Source: an optimization exercise on an open RTL-to-GDS flow (aim: small area). Production flows keep margins and buffers that such runs may drop. Function was checked by simulation only, so behaviour that the tests miss may differ from the original. Power is estimated from default activity; no workload was simulated.

// tense_check
module tense_check (
    input  wire        clk,
    input  wire        rst,         
    input  wire        in_valid,
    input  wire        s16,         
    input  wire [63:0] item0,
    input  wire [63:0] item1,
    input  wire [63:0] item2,
    input  wire [63:0] item3,
    input  wire [63:0] item4,
    input  wire [63:0] item5,
    output reg         out_valid,
    output wire        tense_valid,
    output reg         base_bad,
    output reg  [3:0]  u_bad
);
Size: about 1300 cells after synthesis, about 12 flip-flops, ~400 I/O pins.
==> module tense_edges_ok, before the edit <==
module tense_edges_ok (
    input  wire        s16,
    input  wire [63:0] item0,
    input  wire [63:0] item1,
    input  wire [63:0] item2,
    input  wire [63:0] item3,
    input  wire [63:0] item4,
    input  wire [63:0] item5,
    output wire        base_bad,
    output wire [3:0]  u_bad
);
    localparam LMIN = 1;    
    wire [31:0] period    = item0[31:0];
    wire        rz        = item0[33:32] != 2'b00;
    wire [31:0] data      = item1[63:32];
    wire [31:0] drv_on    = item1[31:0];
    wire [31:0] drv_off   = item2[63:32];
    wire [31:0] ret       = item2[31:0];
    wire [31:0] stb_close = item3[63:32];
    wire [31:0] stb_open  = item3[31:0];
    wire [31:0] udef [0:3];
    assign udef[0] = item4[31:0];
    assign udef[1] = item4[63:32];
    assign udef[2] = item5[31:0];
    assign udef[3] = item5[63:32];
    function automatic cy32(input [31:0] a, input [31:0] b, input ci);
        integer i;
        reg c;
        begin
            c = ci;
            for (i = 0; i < 32; i = i + 1)
                c = (a[i] & b[i]) | (c & (a[i] | b[i]));
            cy32 = c;
        end
    endfunction
    function automatic cy24(input [23:0] a, input [23:0] b);
        integer i;
        reg c;
        begin
            c = 1'b0;
            for (i = 0; i < 24; i = i + 1)
                c = (a[i] & b[i]) | (c & (a[i] | b[i]));
            cy24 = c;
        end
    endfunction
    function automatic cy23(input [22:0] a, input [22:0] b);
        integer i;
        reg c;
        begin
            c = 1'b0;
            for (i = 0; i < 23; i = i + 1)
                c = (a[i] & b[i]) | (c & (a[i] | b[i]));
            cy23 = c;
        end
    endfunction
    function automatic [24:0] sub24(input [23:0] a, input [23:0] b);
        integer i;
        reg c;
        reg [23:0] r;
        begin
            c = 1'b1;
            for (i = 0; i < 24; i = i + 1) begin
                r[i] = a[i] ^ ~b[i] ^ c;
                c = (a[i] & ~b[i]) | (c & (a[i] | ~b[i]));
            end
            sub24 = {c, r};
        end
    endfunction
    function automatic [10:0] sub11(input [10:0] a, input [10:0] b);
        integer i;
        reg c;
        reg [10:0] r;
        begin
            c = 1'b1;
            for (i = 0; i < 11; i = i + 1) begin
                r[i] = a[i] ^ ~b[i] ^ c;
                c = (a[i] & ~b[i]) | (c & (a[i] | ~b[i]));
            end
            sub11 = r;
        end
    endfunction
    function automatic [3:0] dflags(input [10:0] d);
        reg z, p1, m1;
        begin
            z  = d == 11'd0;
            p1 = d == 11'd1;
            m1 = d == 11'h7FF;
            dflags = {d[10] | z | p1, d[10] | z, d[10], d[10] & ~m1};
        end
    endfunction
    wire r1 = (|period[31:12]) || (period[11] && !s16);
    wire [31:0] cs_t = stb_open ^ period ^ ~stb_close;
    wire [32:0] cs_u = {(stb_open & period) | (stb_open & ~stb_close) | (period & ~stb_close), 1'b0};
    wire win_ok = cs_u[32] | cy32(cs_t, cs_u[31:0], 1'b0);
    wire inv = cy32(data, ~drv_on, 1'b1) && (!rz || cy32(ret, ~data, 1'b0)) &&
               cy32(stb_close, ~stb_open, 1'b1) && win_ok;
    wire [31:0] x  = rz ? ret : data;
    wire [24:0] lx = sub24(x[23:0], period[23:0]);
    wire [24:0] lf = sub24(drv_off[23:0], period[23:0]);
    wire [24:0] ls = sub24(stb_open[23:0], {period[21:0], 2'b00});
    wire [3:0] fx = dflags(sub11({3'b000, x[31:24]},        {3'b000, period[31:24]}));
    wire [3:0] ff = dflags(sub11({3'b000, drv_off[31:24]},  {3'b000, period[31:24]}));
    wire [3:0] fs = dflags(sub11({3'b000, stb_open[31:24]}, {1'b0, period[31:22]}));
    wire on_big  = |drv_on[31:24];
    wire off_big = |drv_off[31:24];
    wire so_big  = |stb_open[31:24];
    wire pick_off = on_big | (~off_big & cy24(drv_on[23:0], ~drv_off[23:0]));    
    wire [23:0] m1 = pick_off ? drv_off[23:0] : drv_on[23:0];
    wire m1_big = on_big & off_big;
    wire pick_so = m1_big | (~so_big & cy24(m1, ~stb_open[23:0]));
    wire [23:0] m  = pick_so ? stb_open[23:0] : m1;
    wire m_big = m1_big & so_big;
    wire m_hi  = m_big | m[23];      
    function automatic [2:0] up_pre(input [3:0] f, input c);
        begin
            up_pre = c ? {f[2], f[1], f[0]} : {f[3], f[2], f[1]};    
        end
    endfunction
    function automatic [2:0] up_pre2(input [2:0] u, input d23);
        begin
            up_pre2 = {u[1], d23 ? u[1] : u[2], d23 ? u[0] : u[1]};
        end
    endfunction
    function automatic up_ok(input [2:0] p, input c23, input s23);
        begin
            up_ok = s23 ? (c23 ? p[2] : p[1]) : (c23 ? p[0] : p[2]);
        end
    endfunction
    wire [2:0] ux = up_pre2(up_pre(fx, lx[24]), lx[23]);
    wire [2:0] uf = up_pre2(up_pre(ff, lf[24]), lf[23]);
    wire [2:0] us = up_pre2(up_pre(fs, ls[24]), ls[23]);
    wire up0 = (lx[24] ? fx[1] : fx[2]) && (lf[24] ? ff[1] : ff[2]) && (ls[24] ? fs[1] : fs[2]);
    assign base_bad = !(r1 && inv && up0);
    genvar k;
    generate
        for (k = 0; k < 4; k = k + 1) begin : g_u
            wire [23:0] su  = udef[k][23:0];
            wire        s23 = udef[k][23];
            wire def_ok = udef[k][31:28] <= 4'hB && udef[k][27:24] == 4'h0;
            wire hi = up_ok(ux, cy23(lx[22:0], su[22:0]), s23) &&
                      up_ok(uf, cy23(lf[22:0], su[22:0]), s23) &&
                      up_ok(us, cy23(ls[22:0], su[22:0]), s23);
            wire lo;
            if (LMIN) begin : g_lo1
                assign lo = ~s23 | m_hi | cy23(m[22:0], su[22:0]);
            end else begin : g_lo3
                assign lo = ~s23 | (((|drv_on[31:24])   | cy24(drv_on[23:0], su)) &
                                    ((|drv_off[31:24])  | cy24(drv_off[23:0], su)) &
                                    ((|stb_open[31:24]) | cy24(stb_open[23:0], su)));
            end
            assign u_bad[k] = !(def_ok && inv && lo && hi);
        end
    endgenerate
endmodule
export LEC_CHECK = 0
export ABC_AREA = 1
export CAP_MARGIN = 20
export CORE_MARGIN = 2
export CORE_UTILIZATION = 40
export CTS_BUF_LIST = sky130_fd_sc_hd__clkbuf_2 sky130_fd_sc_hd__clkbuf_4
export SLEW_MARGIN = 20
create_clock -name core_clock -period 15.0 [get_ports {clk}]
standard.sh (not shown) runs the stock make flow with config.mk's settings and CLKGATE_MAP_FILE= SYNTH_SCRIPT=/design/flow/synth_recipe.tcl, a recipe that flattens the netlist after the stock synthesis.
==> flow/flow/run.sh <==
#!/bin/bash
# The standard layout (standard.sh), with two changes:
#  - synthesis maps with flow/abc_map.script, an area-oriented ABC script
#    (everything else in synth_recipe.tcl, the standard synthesis, is kept);
#  - buffer_ports puts the smallest buffer on each input and output port
#    instead of the delay-cell buffer it picks by default.
set -euo pipefail
W=$PWD
cat > $W/own_synth.tcl <<EOT
proc abc {args} {
  set i [lsearch -exact \$args -script]
  if {\$i >= 0} { set args [lreplace \$args \$i [expr {\$i + 1}] -script $W/flow/abc_map.script] }
  yosys abc {*}\$args
}
source $W/synth_recipe.tcl
EOT
bash standard.sh SYNTH_SCRIPT=$W/own_synth.tcl \
  BUFFER_PORTS_ARGS="-buffer_cell sky130_fd_sc_hd__buf_1" finish > standard_make.log 2>&1
==> flow/flow/abc_map.script <==
&get -n
&st
&syn2
&dch
&nf -p
&st
&dch
&nf -p
&put
topo
The starting point ran to the end with no violations.
Rerun with:
--- a/flow/design.v
+++ b/flow/design.v
@@ -102,14 +102,13 @@
     wire [3:0] ff = dflags(sub11({3'b000, drv_off[31:24]},  {3'b000, period[31:24]}));
     wire [3:0] fs = dflags(sub11({3'b000, stb_open[31:24]}, {1'b0, period[31:22]}));
-    wire on_big  = |drv_on[31:24];
-    wire off_big = |drv_off[31:24];
-    wire so_big  = |stb_open[31:24];
-    wire pick_off = on_big | (~off_big & cy24(drv_on[23:0], ~drv_off[23:0]));    
-    wire [23:0] m1 = pick_off ? drv_off[23:0] : drv_on[23:0];
+    wire on_big  = |drv_on[31:23];
+    wire off_big = |drv_off[31:23];
+    wire so_big  = |stb_open[31:23];
+    wire pick_off = on_big | (~off_big & cy23(drv_on[22:0], ~drv_off[22:0]));    
+    wire [22:0] m1 = pick_off ? drv_off[22:0] : drv_on[22:0];
     wire m1_big = on_big & off_big;
-    wire pick_so = m1_big | (~so_big & cy24(m1, ~stb_open[23:0]));
-    wire [23:0] m  = pick_so ? stb_open[23:0] : m1;
-    wire m_big = m1_big & so_big;
-    wire m_hi  = m_big | m[23];      
+    wire pick_so = m1_big | (~so_big & cy23(m1, ~stb_open[22:0]));
+    wire [22:0] m  = pick_so ? stb_open[22:0] : m1;
+    wire m_hi = m1_big & so_big;     
     function automatic [2:0] up_pre(input [3:0] f, input c);
         begin
@@ -143,5 +142,5 @@
             wire lo;
             if (LMIN) begin : g_lo1
-                assign lo = ~s23 | m_hi | cy23(m[22:0], su[22:0]);
+                assign lo = ~s23 | m_hi | cy23(m, su[22:0]);
             end else begin : g_lo3
                 assign lo = ~s23 | (((|drv_on[31:24])   | cy24(drv_on[23:0], su)) &
Die area is lower by 0.72%.
Clock-buffer cell count does not change.
Non-clock buffer count is lower by 2.
Setup slack improved by 0.20 ns.
Power is lower by 1.8%.
Design area is lower by 0.65%.
Via count is lower by 2.7%.
Hold slack improved by 0.0044 ns.
Clock power is about the same.


## main
Starting RTL as in the previous note.
export LEC_CHECK = 0
export ABC_AREA = 1
export CAP_MARGIN = 20
export CORE_MARGIN = 2
export CORE_UTILIZATION = 40
export CTS_BUF_LIST = sky130_fd_sc_hd__clkbuf_2 sky130_fd_sc_hd__clkbuf_4
export SLEW_MARGIN = 20
create_clock -name core_clock -period 15.0 [get_ports {clk}]
==> flow/flow/abc_map.script <==
&get -n
&st
&syn2
&dch
&nf -p
&put
topo
Scripts as last shown in full above: flow/flow/run.sh
What the feature branch does differently from main at the input level:
diff --git a/flow/design.v b/flow/design.v
--- a/flow/design.v
+++ b/flow/design.v
@@ -38,22 +38,12 @@
         reg c;
         begin
             c = 1'b0;
             for (i = 0; i < 24; i = i + 1)
                 c = (a[i] & b[i]) | (c & (a[i] | b[i]));
             cy24 = c;
-        end
-    endfunction
-    function automatic cy23(input [22:0] a, input [22:0] b);
-        integer i;
-        reg c;
-        begin
-            c = 1'b0;
-            for (i = 0; i < 23; i = i + 1)
-                c = (a[i] & b[i]) | (c & (a[i] | b[i]));
-            cy23 = c;
         end
     endfunction
     function automatic [24:0] sub24(input [23:0] a, input [23:0] b);
         integer i;
         reg c;
         reg [23:0] r;
@@ -107,45 +97,38 @@
     wire pick_off = on_big | (~off_big & cy24(drv_on[23:0], ~drv_off[23:0]));    
     wire [23:0] m1 = pick_off ? drv_off[23:0] : drv_on[23:0];
     wire m1_big = on_big & off_big;
     wire pick_so = m1_big | (~so_big & cy24(m1, ~stb_open[23:0]));
     wire [23:0] m  = pick_so ? stb_open[23:0] : m1;
     wire m_big = m1_big & so_big;
-    wire m_hi  = m_big | m[23];      
-    function automatic [2:0] up_pre(input [3:0] f, input c);
+    function automatic up_ok(input [3:0] f, input c, input ck, input s23);
         begin
-            up_pre = c ? {f[2], f[1], f[0]} : {f[3], f[2], f[1]};    
+            case ({s23, c, ck})
+                3'b100:         up_ok = f[3];
+                3'b101, 3'b110,
+                3'b000:         up_ok = f[2];
+                3'b111, 3'b001,
+                3'b010:         up_ok = f[1];
+                default:        up_ok = f[0];
+            endcase
         end
     endfunction
-    function automatic [2:0] up_pre2(input [2:0] u, input d23);
-        begin
-            up_pre2 = {u[1], d23 ? u[1] : u[2], d23 ? u[0] : u[1]};
-        end
-    endfunction
-    function automatic up_ok(input [2:0] p, input c23, input s23);
-        begin
-            up_ok = s23 ? (c23 ? p[2] : p[1]) : (c23 ? p[0] : p[2]);
-        end
-    endfunction
-    wire [2:0] ux = up_pre2(up_pre(fx, lx[24]), lx[23]);
-    wire [2:0] uf = up_pre2(up_pre(ff, lf[24]), lf[23]);
-    wire [2:0] us = up_pre2(up_pre(fs, ls[24]), ls[23]);
     wire up0 = (lx[24] ? fx[1] : fx[2]) && (lf[24] ? ff[1] : ff[2]) && (ls[24] ? fs[1] : fs[2]);
     assign base_bad = !(r1 && inv && up0);
     genvar k;
     generate
         for (k = 0; k < 4; k = k + 1) begin : g_u
             wire [23:0] su  = udef[k][23:0];
             wire        s23 = udef[k][23];
             wire def_ok = udef[k][31:28] <= 4'hB && udef[k][27:24] == 4'h0;
-            wire hi = up_ok(ux, cy23(lx[22:0], su[22:0]), s23) &&
-                      up_ok(uf, cy23(lf[22:0], su[22:0]), s23) &&
-                      up_ok(us, cy23(ls[22:0], su[22:0]), s23);
+            wire hi = up_ok(fx, lx[24], cy24(lx[23:0], su), s23) &&
+                      up_ok(ff, lf[24], cy24(lf[23:0], su), s23) &&
+                      up_ok(fs, ls[24], cy24(ls[23:0], su), s23);
             wire lo;
             if (LMIN) begin : g_lo1
-                assign lo = ~s23 | m_hi | cy23(m[22:0], su[22:0]);
+                assign lo = ~s23 | m_big | cy24(m, su);
             end else begin : g_lo3
                 assign lo = ~s23 | (((|drv_on[31:24])   | cy24(drv_on[23:0], su)) &
                                     ((|drv_off[31:24])  | cy24(drv_off[23:0], su)) &
                                     ((|stb_open[31:24]) | cy24(stb_open[23:0], su)));
             end
             assign u_bad[k] = !(def_ok && inv && lo && hi);
### Flow results
The feature branch completed end to end with timing, DRC and antenna clean. [compare] base=main new=the feature branch: data required time of the critical path shows no meaningful change; wire length rose by 0.96%; residual overflow from global routing comparable. Relative to main, the die area measured on the feature branch has increased by a few percent. Compared the feature branch vs main, and multi-input logic cell count is up in the feature branch. On the feature branch: critical path depth is 2 lower than what main gave. Side by side, final non-filler cell area turned out higher in the feature branch than in main. Higher post-cts resize count was reported by the feature branch, not main. Re maximum cell stage delay along the critical path: the feature branch is 0.10 ns up on main. Relative to main, the fmax of the feature branch is higher by 0.46%. Compared with main, in the feature branch worst setup slack after layout now larger, worst hold slack now smaller, cell leakage power now larger.


Setup of run Y:
tense_check with an RTL version that a note above also has.
Size in the first run: ~1400 cells after synthesis, about 12 flip-flops, roughly 400 I/O pins.
==> module tense_edges_ok, before the edit <==
module tense_edges_ok (
    input  wire        s16,
    input  wire [63:0] item0,
    input  wire [63:0] item1,
    input  wire [63:0] item2,
    input  wire [63:0] item3,
    input  wire [63:0] item4,
    input  wire [63:0] item5,
    output wire        base_bad,
    output wire [3:0]  u_bad
);
    localparam LMIN = 1;    
    wire [31:0] period    = item0[31:0];
    wire        rz        = item0[33:32] != 2'b00;
    wire [31:0] data      = item1[63:32];
    wire [31:0] drv_on    = item1[31:0];
    wire [31:0] drv_off   = item2[63:32];
    wire [31:0] ret       = item2[31:0];
    wire [31:0] stb_close = item3[63:32];
    wire [31:0] stb_open  = item3[31:0];
    wire [31:0] udef [0:3];
    assign udef[0] = item4[31:0];
    assign udef[1] = item4[63:32];
    assign udef[2] = item5[31:0];
    assign udef[3] = item5[63:32];
    function automatic cy32(input [31:0] a, input [31:0] b, input ci);
        integer i;
        reg c;
        begin
            c = ci;
            for (i = 0; i < 32; i = i + 1)
                c = (a[i] & b[i]) | (c & (a[i] | b[i]));
            cy32 = c;
        end
    endfunction
    function automatic cy24(input [23:0] a, input [23:0] b);
        integer i;
        reg c;
        begin
            c = 1'b0;
            for (i = 0; i < 24; i = i + 1)
                c = (a[i] & b[i]) | (c & (a[i] | b[i]));
            cy24 = c;
        end
    endfunction
    function automatic [24:0] sub24(input [23:0] a, input [23:0] b);
        integer i;
        reg c;
        reg [23:0] r;
        begin
            c = 1'b1;
            for (i = 0; i < 24; i = i + 1) begin
                r[i] = a[i] ^ ~b[i] ^ c;
                c = (a[i] & ~b[i]) | (c & (a[i] | ~b[i]));
            end
            sub24 = {c, r};
        end
    endfunction
    function automatic [10:0] sub11(input [10:0] a, input [10:0] b);
        integer i;
        reg c;
        reg [10:0] r;
        begin
            c = 1'b1;
            for (i = 0; i < 11; i = i + 1) begin
                r[i] = a[i] ^ ~b[i] ^ c;
                c = (a[i] & ~b[i]) | (c & (a[i] | ~b[i]));
            end
            sub11 = r;
        end
    endfunction
    function automatic [3:0] dflags(input [10:0] d);
        reg z, p1, m1;
        begin
            z  = d == 11'd0;
            p1 = d == 11'd1;
            m1 = d == 11'h7FF;
            dflags = {d[10] | z | p1, d[10] | z, d[10], d[10] & ~m1};
        end
    endfunction
    wire r1 = (|period[31:12]) || (period[11] && !s16);
    wire [31:0] cs_t = stb_open ^ period ^ ~stb_close;
    wire [32:0] cs_u = {(stb_open & period) | (stb_open & ~stb_close) | (period & ~stb_close), 1'b0};
    wire win_ok = cs_u[32] | cy32(cs_t, cs_u[31:0], 1'b0);
    wire inv = cy32(data, ~drv_on, 1'b1) && (!rz || cy32(ret, ~data, 1'b0)) &&
               cy32(stb_close, ~stb_open, 1'b1) && win_ok;
    wire [31:0] x  = rz ? ret : data;
    wire [24:0] lx = sub24(x[23:0], period[23:0]);
    wire [24:0] lf = sub24(drv_off[23:0], period[23:0]);
    wire [24:0] ls = sub24(stb_open[23:0], {period[21:0], 2'b00});
    wire [3:0] fx = dflags(sub11({3'b000, x[31:24]},        {3'b000, period[31:24]}));
    wire [3:0] ff = dflags(sub11({3'b000, drv_off[31:24]},  {3'b000, period[31:24]}));
    wire [3:0] fs = dflags(sub11({3'b000, stb_open[31:24]}, {1'b0, period[31:22]}));
    wire on_big  = |drv_on[31:24];
    wire off_big = |drv_off[31:24];
    wire so_big  = |stb_open[31:24];
    wire pick_off = on_big | (~off_big & cy24(drv_on[23:0], ~drv_off[23:0]));    
    wire [23:0] m1 = pick_off ? drv_off[23:0] : drv_on[23:0];
    wire m1_big = on_big & off_big;
    wire pick_so = m1_big | (~so_big & cy24(m1, ~stb_open[23:0]));
    wire [23:0] m  = pick_so ? stb_open[23:0] : m1;
    wire m_big = m1_big & so_big;
    function automatic up_ok(input [3:0] f, input c, input ck, input s23);
        begin
            case ({s23, c, ck})
                3'b100:         up_ok = f[3];
                3'b101, 3'b110,
                3'b000:         up_ok = f[2];
                3'b111, 3'b001,
                3'b010:         up_ok = f[1];
                default:        up_ok = f[0];
            endcase
        end
    endfunction
    wire up0 = (lx[24] ? fx[1] : fx[2]) && (lf[24] ? ff[1] : ff[2]) && (ls[24] ? fs[1] : fs[2]);
    assign base_bad = !(r1 && inv && up0);
    genvar k;
    generate
        for (k = 0; k < 4; k = k + 1) begin : g_u
            wire [23:0] su  = udef[k][23:0];
            wire        s23 = udef[k][23];
            wire def_ok = udef[k][31:28] <= 4'hB && udef[k][27:24] == 4'h0;
            wire hi = up_ok(fx, lx[24], cy24(lx[23:0], su), s23) &&
                      up_ok(ff, lf[24], cy24(lf[23:0], su), s23) &&
                      up_ok(fs, ls[24], cy24(ls[23:0], su), s23);
            wire lo;
            if (LMIN) begin : g_lo1
                assign lo = ~s23 | m_big | cy24(m, su);
            end else begin : g_lo3
                assign lo = ~s23 | (((|drv_on[31:24])   | cy24(drv_on[23:0], su)) &
                                    ((|drv_off[31:24])  | cy24(drv_off[23:0], su)) &
                                    ((|stb_open[31:24]) | cy24(stb_open[23:0], su)));
            end
            assign u_bad[k] = !(def_ok && inv && lo && hi);
        end
    endgenerate
endmodule
clock: 15.0 ns
lec_check: 0
abc_area: 1
cap_margin: 20
core_margin: 2
core_utilization: 40
slew_margin: 20
Scripts as last shown in full above: flow/flow/run.sh, flow/flow/abc_map.script
Input changes introduced in run M (baseline for comparison: run Y):
--- a/flow/design.v
+++ b/flow/design.v
@@ -90,17 +90,17 @@
     wire [24:0] ls = sub24(stb_open[23:0], {period[21:0], 2'b00});
     wire [3:0] fx = dflags(sub11({3'b000, x[31:24]},        {3'b000, period[31:24]}));
     wire [3:0] ff = dflags(sub11({3'b000, drv_off[31:24]},  {3'b000, period[31:24]}));
     wire [3:0] fs = dflags(sub11({3'b000, stb_open[31:24]}, {1'b0, period[31:22]}));
-    wire on_big  = |drv_on[31:24];
-    wire off_big = |drv_off[31:24];
-    wire so_big  = |stb_open[31:24];
-    wire pick_off = on_big | (~off_big & cy24(drv_on[23:0], ~drv_off[23:0]));    
-    wire [23:0] m1 = pick_off ? drv_off[23:0] : drv_on[23:0];
-    wire m1_big = on_big & off_big;
-    wire pick_so = m1_big | (~so_big & cy24(m1, ~stb_open[23:0]));
-    wire [23:0] m  = pick_so ? stb_open[23:0] : m1;
-    wire m_big = m1_big & so_big;
+    wire [31:0] m;
+    generate
+        if (LMIN) begin : g_min
+            wire [31:0] m1 = cy32(drv_on, ~drv_off, 1'b1) ? drv_off : drv_on;
+            assign m = cy32(m1, ~stb_open, 1'b1) ? stb_open : m1;
+        end else begin : g_nomin
+            assign m = 32'd0;
+        end
+    endgenerate
     function automatic up_ok(input [3:0] f, input c, input ck, input s23);
         begin
             case ({s23, c, ck})
                 3'b100:         up_ok = f[3];
@@ -124,9 +124,9 @@
                       up_ok(ff, lf[24], cy24(lf[23:0], su), s23) &&
                       up_ok(fs, ls[24], cy24(ls[23:0], su), s23);
             wire lo;
             if (LMIN) begin : g_lo1
-                assign lo = ~s23 | m_big | cy24(m, su);
+                assign lo = ~s23 | (|m[31:24]) | cy24(m[23:0], su);
             end else begin : g_lo3
                 assign lo = ~s23 | (((|drv_on[31:24])   | cy24(drv_on[23:0], su)) &
                                     ((|drv_off[31:24])  | cy24(drv_off[23:0], su)) &
                                     ((|stb_open[31:24]) | cy24(stb_open[23:0], su)));
--- outcome ---
- | final instance area | higher: run M |
- Summary of run M over run Y: power in the clock group went down by about 13%, number of nets with antenna violations after routing was more or less identical, total power of the final layout went up by 0.12 mW, weighted congestion at the end of routability-driven global placement went up by 0.059, wire length went up by 3200 um.
- Worst IR drop on VDD of run M exceeds that of run Y by more than a quarter.
- Run M vs run Y — internal cell power rose 0.042 mW.
- In run M, total power per unit cell area is higher than in run Y.
- Row setup slack after placement: run M higher / run Y lower
- Diff run Y and run M: worst relative slew slack higher in run M
- Measured slew at the worst slew-check pin (lower): run M

==> separate check: timing with driven ports <==
The results above use ideal ports. As a check the final layouts listed here were re-extracted and re-timed, cells and wires unchanged. Step 1: set_driving_cell puts a clkbuf_16 on clk and a buf_2 on each other input, an assumption about the parent block. Step 2 adds t to the input delays and takes it off the output delays; t is the mean of the earliest and latest rising clock arrival at the registers after step 1. Input paths then give back, and output paths get back, about the clock's delay inside the block. Three values: ideal ports, drivers, drivers and shift; two values: the first two.
run	shift t [ns]	setup slack, ns	hold slack, ns	latest minus earliest clock arrival (ns)	worst slew at a driven data input, ns
the first run of note 1	0.281	0.684 / 0.679 / 0.398	0.328 / 0.328 / 0.328	0.006 / 0.007	0.09
the second run of note 1	0.279	0.886 / 0.881 / 0.601	0.333 / 0.333 / 0.333	0.005 / 0.005	0.10
main	0.283	0.364 / 0.361 / 0.078	0.332 / 0.332 / 0.332	0.007 / 0.006	0.09
the feature branch	0.288	0.431 / 0.430 / 0.141	0.329 / 0.329 / 0.329	0.001 / 0.001	0.09
run Y	0.265	0.406 / 0.415 / 0.150	0.322 / 0.322 / 0.322	0.002 / 0.002	0.09
run M	0.259	0.365 / 0.368 / 0.109	0.321 / 0.321 / 0.321	0.001 / 0.000	0.10
After both steps every run listed still meets setup and hold. For the feature branch, which loses most, drivers alone change the setup slack by -0.001 ns; drivers and shift together by -0.290 ns.
